Background: an optimization exercise with open tools, aiming at small area, a short achievable clock period and few clock cycles. Do not read the settings as production practice.
In this exercise RTL edits were held to simulation tests only and were not proved equivalent to the original.
Power is estimated from default activity; no workload was simulated.

== oak ==
## page_codec
module page_codec (
    input  wire         clk,
    input  wire         rst,         
    input  wire         in_valid,
    output wire         in_ready,
    input  wire [23:0]  in_word,
    output reg          w_valid,
    output reg  [17:0]  w_data,
    output reg  [2:0]   w_status,
    output reg          pg_done,
    output wire [287:0] pg_check,    
    output wire [287:0] pg_syn,      
    output wire         pg_nz,       
    output wire [7:0]   pg_uncorr    
);
Size: roughly 4200 cells after synthesis, roughly 690 flip-flops, ~640 I/O pins.
==> flow/config.mk <==
export PLATFORM = sky130hd
export DESIGN_NAME = page_codec
export DESIGN_NICKNAME = page_codec
export VERILOG_FILES = /design/flow/design.v
export SDC_FILE = /design/flow/constraint.sdc
export NUM_CORES = 4
export LEC_CHECK = 0
export ABC_CLOCK_PERIOD_IN_PS = 3000
export CAP_MARGIN = 20
export CORE_MARGIN = 2
export CORE_UTILIZATION = 60
export PLACE_DENSITY = 0.8
export SLEW_MARGIN = 20
==> flow/constraint.sdc <==
create_clock -name core_clock -period 10.0 [get_ports {clk}]
set_input_delay 2.0000 -clock core_clock [delete_from_list [all_inputs] [get_ports {clk}]]
set_output_delay 2.0000 -clock core_clock [all_outputs]
set_load 0.01 [all_outputs]
standard.sh (not shown) runs the stock make flow with config.mk's settings and CLKGATE_MAP_FILE= SYNTH_SCRIPT=/design/flow/synth_recipe.tcl, a recipe that flattens the netlist after the stock synthesis.
==> flow/flow/run.sh <==
#!/bin/bash
# Standard ORFS layout, with every port buffered by a small, fast buffer
# (sky130_fd_sc_hd__buf_1) instead of the resizer's default choice.
set -euo pipefail
export BUFFER_PORTS_ARGS="-buffer_cell sky130_fd_sc_hd__buf_1"
export SETUP_SLACK_MARGIN=6.5
bash standard.sh > standard_flow.log 2>&1
oak ran to completion and came out clean on the timing, design-rule and antenna checks.
Testbench counts of oak, summed over its fixed seeds: cycles 30,744.
Modified inputs, pine compared to oak
Settings: CORE_UTILIZATION now 40, was 60; PLACE_DENSITY now 0.85, was 0.8.
-- flow/flow/run.sh --
<<< oak, line 3
# (sky130_fd_sc_hd__buf_1) instead of the resizer's default choice.
>>> pine, line 3
# (sky130_fd_sc_hd__buf_1) instead of the resizer's default choice, and a
# clock tree with fewer levels.
<<< oak, line 7
>>> pine, line 8
export CTS_ARGS="-sink_clustering_enable -repair_clock_nets -sink_clustering_size 20 -sink_clustering_max_diameter 100"
### Flow results
Count of instances resized after the clock tree is built (lower): oak
Against oak, pine comes in 0.0010 W lower on post-layout total power.
pine vs oak on share of cell area taken by flip-flops and latches: pine is the higher one.
pine: weighted congestion reported at the end of routability-driven placement about 0.8% below oak
The top fanout value on the critical path number comes out higher for oak vs pine.
Data-path buffer share of cell area in the final layout for pine: 0.18 points up relative to oak
Worst setup path startpoint = rem[12][1]: pine; worst setup path startpoint = fbq_hi[0]: oak
From oak to pine the numbers moved as follows: minimum clock period after layout moved down, share of power burned in combinational logic has increased, instance area at placement up 1.1%, global-route wire length before repair climbed about 4%.
Re final design area excluding fillers: oak was higher than pine.
Relative to pine, the following input files were edited for birch:
-- flow/flow/run.sh --
<<< pine, line 8
export CTS_ARGS="-sink_clustering_enable -repair_clock_nets -sink_clustering_size 20 -sink_clustering_max_diameter 100"
>>> birch, line 8
export CTS_ARGS="-sink_clustering_enable -repair_clock_nets -sink_clustering_size 25 -sink_clustering_max_diameter 80"
Notes after the runs:
- birch reports its worst setup path startpoint as fbq_hi[6] while pine reports rem[12][1].
- [diff] internal cell power, birch relative to pine: regression
- Diff birch..pine | layout sequential cell count | unchanged
- Cmp birch and pine / minimum clock period after layout / lower: pine
#### Input delta (maple over birch)
Settings: setting ABC_AREA to 1 for the first time.
==> flow/flow/run.sh <==
#!/bin/bash
# Standard ORFS layout, with every port buffered by a small, fast buffer
# (sky130_fd_sc_hd__buf_1) instead of the resizer's default choice.
set -euo pipefail
export BUFFER_PORTS_ARGS="-buffer_cell sky130_fd_sc_hd__buf_1"
export SETUP_SLACK_MARGIN=6.5
bash standard.sh > standard_flow.log 2>&1
==> comparison <==
- Final core utilization: maple vs birch up 0.42 points
- Changes observed in maple relative to birch: length of the first detailed-routing pass in iterations went up by 3; clock skew went down by 61 ps.
- Comparing birch and maple, the higher worst hold margin was measured on birch.
- Proportion of total power due to net switching of birch is on par with maple.

## re-timing with driven ports
No port has a modelled driver above. Below, the same layouts with a new extraction and two added sets of constraints. Step 1 (the two cells are an assumption about what drives the block):
set clk [get_ports {clk}]
set_driving_cell -lib_cell sky130_fd_sc_hd__clkbuf_16 $clk
set_driving_cell -lib_cell sky130_fd_sc_hd__buf_2 [delete_from_list [all_inputs] $clk]
Step 2 adds t to the input delays and takes it off the output delays; t is the mean of the earliest and latest rising clock arrival at the registers after step 1. Input paths then give back, and output paths get back, about the clock's delay inside the block. Three values: ideal, step 1, step 2; two values: the first two.
| run | shift t [ns] | slack for setup (ns) | latest minus earliest clock arrival (ns) | slew at the worst register clock pin (ns) |
|---|---|---|---|---|
| oak | 0.708 | 6.462 / 6.438 / 6.462 | 0.022 / 0.023 | 0.07 / 0.07 |
| pine | 0.716 | 6.505 / 6.432 / 6.540 | 0.041 / 0.042 | 0.10 / 0.10 |
| birch | 0.738 | 6.418 / 6.397 / 6.418 | 0.084 / 0.083 | 0.12 / 0.12 |
| maple | 0.770 | 6.468 / 6.391 / 6.484 | 0.028 / 0.027 | 0.07 / 0.07 |
After both steps every run listed still meets setup and hold.
